Source: an optimization exercise on an open RTL-to-GDS flow (aim: small area, a short achievable clock period and few clock cycles). Production flows keep margins and buffers that such runs may drop. The RTL was checked by simulation tests, not by an equivalence proof against the original design.

===== flow/constraint.sdc =====
create_clock -name core_clock -period 10.0 [get_ports {clk}]
set_input_delay 2.0000 -clock core_clock [delete_from_list [all_inputs] [get_ports {clk}]]
set_output_delay 2.0000 -clock core_clock [all_outputs]
set_load 0.01 [all_outputs]

===== flow/design.v =====
module crc_channel (
    input  wire        clk,
    input  wire        rst,
    input  wire        fs,          
    input  wire        en_req,      
    input  wire        wr_cfg,
    input  wire        wr_cfg2,
    input  wire        wr_val,
    input  wire        wr_feed32,
    input  wire        wr_feed8,
    input  wire        wr_cmd,
    input  wire [31:0] wdata,
    output reg  [5:0]  cfg,
    output reg  [18:0] cfg2,
    output reg  [31:0] val,
    output reg  [31:0] res,
    output reg  [31:0] mm_cnt,
    output wire        reject,      
    output wire        mm_event,    
    output wire        sat_event    
);
    localparam [18:0] CFG2_MASK = 19'h77F3F;
    reg        active;
    reg        open;
    reg  [2:0] cnt;    
    wire [1:0] poly = cfg[1:0];
    wire [2:0] snoop = cfg[4:2];
    wire       dir = cfg[5];
    function [31:0] crc_byte;
        input [1:0]  code;
        input [31:0] c;
        input [7:0]  b;
        integer i;
        reg [31:0] r;
        begin
            case (code)
                2'd0: begin
                    r = {24'd0, c[7:0] ^ b};
                    for (i = 0; i < 8; i = i + 1)
                        r[7:0] = r[7] ? ({r[6:0], 1'b0} ^ 8'h1D) : {r[6:0], 1'b0};
                end
                2'd1: begin
                    r = {16'd0, c[15:0] ^ {b, 8'd0}};
                    for (i = 0; i < 8; i = i + 1)
                        r[15:0] = r[15] ? ({r[14:0], 1'b0} ^ 16'h1021) : {r[14:0], 1'b0};
                end
                2'd2: begin
                    r = c ^ {24'd0, b};
                    for (i = 0; i < 8; i = i + 1)
                        r = r[0] ? ({1'b0, r[31:1]} ^ 32'hEDB88320) : {1'b0, r[31:1]};
                end
                default: begin
                    r = c ^ {24'd0, b};
                    for (i = 0; i < 8; i = i + 1)
                        r = r[0] ? ({1'b0, r[31:1]} ^ 32'h82F63B78) : {1'b0, r[31:1]};
                end
            endcase
            crc_byte = r;
        end
    endfunction
    reg [31:0] init_val, mask, xor_out, residue;
    reg [2:0]  width;
    always @(*) begin
        case (poly)
            2'd0: begin init_val = 32'h000000FF; mask = 32'h000000FF; xor_out = 32'h000000FF; residue = 32'h000000C4; width = 3'd1; end
            2'd1: begin init_val = 32'h0000FFFF; mask = 32'h0000FFFF; xor_out = 32'h00000000; residue = 32'h00000000; width = 3'd2; end
            2'd2: begin init_val = 32'hFFFFFFFF; mask = 32'hFFFFFFFF; xor_out = 32'hFFFFFFFF; residue = 32'hDEBB20E3; width = 3'd4; end
            default: begin init_val = 32'hFFFFFFFF; mask = 32'hFFFFFFFF; xor_out = 32'hFFFFFFFF; residue = 32'hB798B438; width = 3'd4; end
        endcase
    end
    wire [31:0] crc1 = crc_byte(poly, val, wdata[7:0]);
    wire [31:0] crc2 = crc_byte(poly, crc1, wdata[15:8]);
    wire [31:0] crc3 = crc_byte(poly, crc2, wdata[23:16]);
    wire [31:0] crc4 = crc_byte(poly, crc3, wdata[31:24]);
    wire act_a  = fs ? en_req : active;
    wire fs_end = fs && active && !en_req && open;
    wire open_a = open && !fs_end;
    wire sw      = act_a && (snoop == 3'd0);
    wire cmd_end = sw && wr_cmd && wdata[1] && open_a;
    wire cmd_go  = sw && wr_cmd && wdata[0];
    wire feed8   = sw && open_a && wr_feed8;
    wire feed32  = sw && open_a && wr_feed32;
    wire val_ok  = !act_a || sw;
    wire cfg_bad = act_a || (wdata[4:2] > 3'd4) || (wdata[4:2] == 3'd4 && wdata[5]);
    assign reject = (wr_cfg && cfg_bad) || (wr_cfg2 && act_a) || (wr_val && !val_ok);
    wire stream_end = fs_end || cmd_end;
    wire [31:0] final_val = (val & mask) ^ xor_out;
    wire bad_check = (cnt < width) || ((val & mask) != residue);
    assign mm_event  = stream_end && dir && bad_check;
    assign sat_event = mm_event && (mm_cnt >= 32'hFFFFFFFE);
    always @(posedge clk) begin
        if (rst) begin
            cfg    <= 6'd0;
            cfg2   <= 19'd0;
            val    <= 32'd0;
            res    <= 32'd0;
            mm_cnt <= 32'd0;
            active <= 1'b0;
            open   <= 1'b0;
            cnt    <= 3'd0;
        end else begin
            active <= act_a;
            open   <= open_a;
            if (wr_cfg && !cfg_bad)
                cfg <= wdata[5:0];
            if (wr_cfg2 && !act_a)
                cfg2 <= wdata[18:0] & CFG2_MASK;
            if (stream_end && !dir)
                res <= final_val;
            if (mm_event && mm_cnt != 32'hFFFFFFFF)
                mm_cnt <= mm_cnt + 32'd1;
            if (wr_val && val_ok)
                val <= wdata;
            if (feed8) begin
                val <= crc1;
                cnt <= (cnt >= 3'd3) ? 3'd4 : cnt + 3'd1;
            end
            if (feed32) begin
                val <= crc4;
                cnt <= 3'd4;
            end
            if (cmd_end)
                open <= 1'b0;
            if (cmd_go) begin
                val  <= init_val;
                cnt  <= 3'd0;
                open <= 1'b1;
            end
        end
    end
endmodule
module crc_unit (
    input  wire        clk,
    input  wire        rst,
    input  wire        fs,
    input  wire        req,
    input  wire        we,
    input  wire [7:0]  addr,
    input  wire [31:0] wdata,
    output wire        ready,
    output reg  [31:0] rdata
);
    assign ready = 1'b1;
    wire       wr     = req && we;
    wire [5:0] widx   = addr[7:2];
    wire [2:0] blk    = addr[7:5];    
    wire [2:0] reg_id = addr[4:2];
    reg [3:0] ctl;        
    reg [3:0] mismatch;   
    reg [3:0] mm_sat;     
    reg       cfg_rej;    
    wire [5:0]  cfg    [0:3];
    wire [18:0] cfg2   [0:3];
    wire [31:0] val    [0:3];
    wire [31:0] res    [0:3];
    wire [31:0] mm_cnt [0:3];
    wire [3:0]  reject, mm_event, sat_event;
    genvar c;
    generate
        for (c = 0; c < 4; c = c + 1) begin : ch
            wire sel = wr && (blk == c + 1);
            crc_channel u_ch (
                .clk       (clk),
                .rst       (rst),
                .fs        (fs),
                .en_req    (ctl[c]),
                .wr_cfg    (sel && reg_id == 3'd0),
                .wr_cfg2   (sel && reg_id == 3'd1),
                .wr_val    (sel && reg_id == 3'd2),
                .wr_feed32 (sel && reg_id == 3'd4),
                .wr_feed8  (sel && reg_id == 3'd5),
                .wr_cmd    (sel && reg_id == 3'd6),
                .wdata     (wdata),
                .cfg       (cfg[c]),
                .cfg2      (cfg2[c]),
                .val       (val[c]),
                .res       (res[c]),
                .mm_cnt    (mm_cnt[c]),
                .reject    (reject[c]),
                .mm_event  (mm_event[c]),
                .sat_event (sat_event[c])
            );
        end
    endgenerate
    wire stat_wr = wr && widx == 6'd1;
    always @(posedge clk) begin
        if (rst) begin
            ctl      <= 4'd0;
            mismatch <= 4'd0;
            mm_sat   <= 4'd0;
            cfg_rej  <= 1'b0;
        end else begin
            if (wr && widx == 6'd0)
                ctl <= wdata[3:0];
            if (stat_wr) begin
                mismatch <= (mismatch & ~wdata[3:0]) | mm_event;
                mm_sat   <= (mm_sat & ~wdata[7:4]) | sat_event;
                cfg_rej  <= (cfg_rej & ~wdata[8]) | (|reject);
            end else begin
                mismatch <= mismatch | mm_event;
                mm_sat   <= mm_sat | sat_event;
                cfg_rej  <= cfg_rej | (|reject);
            end
        end
    end
    integer i;
    always @(*) begin
        rdata = 32'd0;
        if (widx == 6'd0)
            rdata = {28'd0, ctl};
        else if (widx == 6'd1)
            rdata = {23'd0, cfg_rej, mm_sat, mismatch};
        else if (blk >= 3'd1 && blk <= 3'd4) begin
            for (i = 0; i < 4; i = i + 1) begin
                if ({29'd0, blk} == i + 1) begin
                    case (reg_id)
                        3'd0: rdata = {26'd0, cfg[i]};
                        3'd1: rdata = {13'd0, cfg2[i]};
                        3'd2: rdata = val[i];
                        3'd3: rdata = res[i];
                        3'd7: rdata = mm_cnt[i];
                        default: rdata = 32'd0;
                    endcase
                end
            end
        end
    end
endmodule

===== flow/run.sh =====
#!/bin/bash
# synth_recipe.tcl (not shown) runs the flow's synth.tcl, then flattens the netlist and writes it again
# the make line also repeats each setting of config.mk as NAME=value (left out here)
make -C /OpenROAD-flow-scripts/flow DESIGN_CONFIG=/design/flow/config.mk WORK_HOME=/design/flow/orfs CLKGATE_MAP_FILE= SYNTH_SCRIPT=/design/flow/synth_recipe.tcl finish

===== flow/config.mk =====
export PLATFORM = sky130hd
export DESIGN_NAME = crc_unit
export DESIGN_NICKNAME = crc_unit
export VERILOG_FILES = /design/flow/design.v
export SDC_FILE = /design/flow/constraint.sdc
export NUM_CORES = 4
export LEC_CHECK = 0
export CAP_MARGIN = 20
export CORE_MARGIN = 2
export CORE_UTILIZATION = 40
export SLEW_MARGIN = 20

==> impl_metrics.json <==
{
  "max_freq_mhz": 104,
  "area_growth_pct": 15.3,
  "numPortBuffers": 74,
  "synth_top_area_share_pct": 20.0,
  "ant_nets": 0,
  "cp_slowest_stage_delay_ns": 0.69,
  "clk_latency_ns": 0.70,
  "fin_hold_ws_ns": 0.452,
  "start_kind": "input pin",
  "fp.coreArea_um2": 167000,
  "numClockSinks": 505,
  "hold_viol": 0,
  "slew_headroom_pct": 20.2,
  "dr_total_vias": 66690,
  "cts_tree": "done",
  "rsz0062_at_grt": "no",
  "htree_levels": 2,
  "arrival_ns": 10.20,
  "synth.area.top_cells": "xnor2_1 20%, dfxtp_1 15%, xnor3_1 11%",
  "die_h_um": 415,
  "layout.cells.non_filler": 10715,
  "route.met3.wl_mm": 41.6,
  "grt_overflow_total": 0,
  "slew_viol_final": 0,
  "root_buffer": "clkbuf_16",
  "tightest_slew_ns": 1.20,
  "routed.top_layer": "met5",
  "synth_warnings": 2,
  "routed_wl_mm": 345,
  "drive_gt1_share_pct": 16.1,
  "async_flop_share_pct": 0,
  "cts_hold_buf": 0,
  "status": "timing/DRC/antenna clean",
  "die_x_um": 415,
  "cts_buffers": 61,
  "rr_worst_depth": 24,
  "synth_edf_count": 0,
  "syn_area_um2": 67400,
  "viasPerCell": 6.22,
  "finClkSkew_ns": 0.0291,
  "firstDrtPassIters": 6,
  "grt_pass1_wl_mm": 478,
  "min_period_ns": 9.57,
  "syn_inst": 8016,
  "drc": 0,
  "cts_setup_buffers": 0,
  "grt_use_total_pct": 38.3,
  "worstHoldPathType": "reg2reg",
  "report.final.setup_viol": 0,
  "yosys.area.top_type": "xnor2_1",
  "grt_pass1_vias": 61722,
  "criticalPathCategory": "in2reg",
  "dpl_worst_slack_ns": -0.00793,
  "wl_per_cell_um": 32.2,
  "routed-wl-met2_mm": 139,
  "start_util_pct": 40.3,
  "layout.nets": 8521,
  "grt_max_degree": 202,
  "yosys.cell_count.top_type": "xnor2_1",
  "dominantRegCellSynth": "dfxtp_1",
  "endpoint_kind": "flip-flop",
  "path_clk_slew_ns": 0.06,
  "finalWorstSetupSlack_ns": 0.425,
  "synth.yosys.seq_area_share_pct": 15.0,
  "syn_nets": 8085,
  "place.gp.congestion": 1.01,
  "syn_avg_cell_area_um2": 8.41,
  "fp.dieArea_um2": 172000,
  "drtIter0Drc": 9502,
  "dpl.hpwl_mm": 262,
  "slowest_stage": "a2111oi_0",
  "fp-row-count": 150,
  "synth-seq-cells": 505,
  "synth_cell_type_count": 118,
  "crit_top_cell": "buf_4",
  "cts_buffer_depth": 3,
  "min_delay_path_depth": 2,
  "drv_cap": 0,
  "post-place-cells": 10593,
  "crit_path_max_fanout": 11,
  "met1_length_mm": 142,
  "finalCritPeriodShare_pct": 95.7,
  "antenna_found_initial": 10,
  "io_pins": 78,
  "required_ns": 10.63,
  "synthTopCellsByCount": "1542 x xnor2_1, 773 x nand2_1, 632 x nor2_1",
  "post_cts_resized": 0,
  "n_fill_cell": 16535
}
## final timing paths
path | start | endpoint | slack, ns
min | ch[0].u_ch.res[29] | ch[0].u_ch.res[29] | 0.45
min reg2reg | ch[0].u_ch.res[29] | ch[0].u_ch.res[29] | 0.45
max reg2reg | ch[0].u_ch.cfg[0] | ch[0].u_ch.val[6] | 0.95
max | wdata[3] | ch[3].u_ch.val[14] | 0.43
## sequential cells by signal (all words and copies together), names as in the netlist, 4 cells and up
signal and flops:
ch.u_ch.active 4, ch.u_ch.cfg2 64, ch.u_ch.val 128, ch.u_ch.res 128, ch.u_ch.cfg 24, ch.u_ch.open 4
mismatch 4, mm_sat 4, ch.u_ch.cnt 12, ctl 4, ch.u_ch.mm_cnt 128
## layer usage
layer,vias to the layer above,GRT usage (%)
met4,12,21.2
met1,32820,53.2
met2,4245,54.2
li1,28822,-
met5,-,0
met3,791,9.11
## cells in the final DEF (no fill, tap or decap), drive strengths merged, types with 26 or more instances in the layout
cell type / n
clkbuf: 83
mux2: 26
and2: 56
xor2: 628
a22oi: 124
xnor2: 1638
mux2i: 244
a21oi: 536
buf: 959
o22ai: 85
inv: 53
o21ai: 376
nor3: 132
a211oi: 123
nor2: 636
o211ai: 73
clkdlybuf4s50: 44
xor3: 67
a31oi: 46
or3: 68
xnor3: 332
o221ai: 51
and3: 74
clkinv: 30
dfxtp: 505
a221oi: 89
a22o: 27
nand4: 32
nand2: 773
nand3: 142
## critical path, delay by kind of cell
family / cells / cell delay, ns
xor gates and xnor gates: 9 / 2.90
buffers and inverters: 7 / 2.02
muxes: 1 / 0.38
AOI/OAI and AO/OA: 7 / 2.45
and+or+nand+nor: 3 / 0.44
## cell families after synthesis
| logic type | share of synthesized area, % |
|---|---|
| multiplexers | 4.36 |
| AND/OR/NAND/NOR | 13.6 |
| adder cells (fa/ha/maj) | 0.445 |
| XOR/XNOR | 44.7 |
| other | 0.00556 |
| buffers and inverters | 4.14 |
| flip-flops | 15.0 |
| AO/OA/AOI/OAI | 17.7 |
## layout make-up
| class | count | area [um^2] | area share [%] |
|---|---|---|---|
| clock inverters | 31 | 368 | 0.473 |
| diodes | 8 | 20.0 | 0.0257 |
| inverters | 60 | 225 | 0.290 |
| multi-input cells | 6821 | 54700 | 70.3 |
| repair buffers | 1003 | 7790 | 10.0 |
| clock buffers | 83 | 1770 | 2.28 |
| flip-flops and latches | 505 | 10100 | 13.0 |
| well taps | 2204 | 2760 | 3.55 |
## through the flow
stage	util, %	area, um^2	TNS, ns
2_1_floorplan	-	67400	0
3_3_place_gp	45.2	75600	0
6_report	46.5	77800	0
4_1_cts	46.5	77700	0
5_1_grt	46.5	77700	0
3_5_place_dp	45.2	75600	-0.00793
Testbench counts, summed over its fixed seeds: cycles 53,210.

==> separate check: timing with driven ports <==
Ports are ideal in the flow. The routed layout listed here was re-timed in OpenROAD.
Step 1 sets driving cells, clkbuf_16 on the clock port and buf_2 on the other inputs (assumed; they add their load-dependent delay and slew).
Step 2 adds t to the input delays and takes it off the output delays; t is the mean of the earliest and latest rising clock arrival at the registers after step 1. Input paths then give back, and output paths get back, about the clock's delay inside the block.
Slacks: no drivers / after step 1 / after step 2; pairs: no drivers / after step 1.
shift t [ns]: 0.765
setup slack, ns: 0.425 / 0.408 / -0.357
worst setup path at the end: input to register
slew at the worst register clock pin (ns): 0.07 / 0.07
pins driven straight from the clock port: 1
Met with ideal ports but missed after step 2: setup timing in this run. For this run, drivers alone change the setup slack by -0.017 ns; drivers and shift together by -0.782 ns.
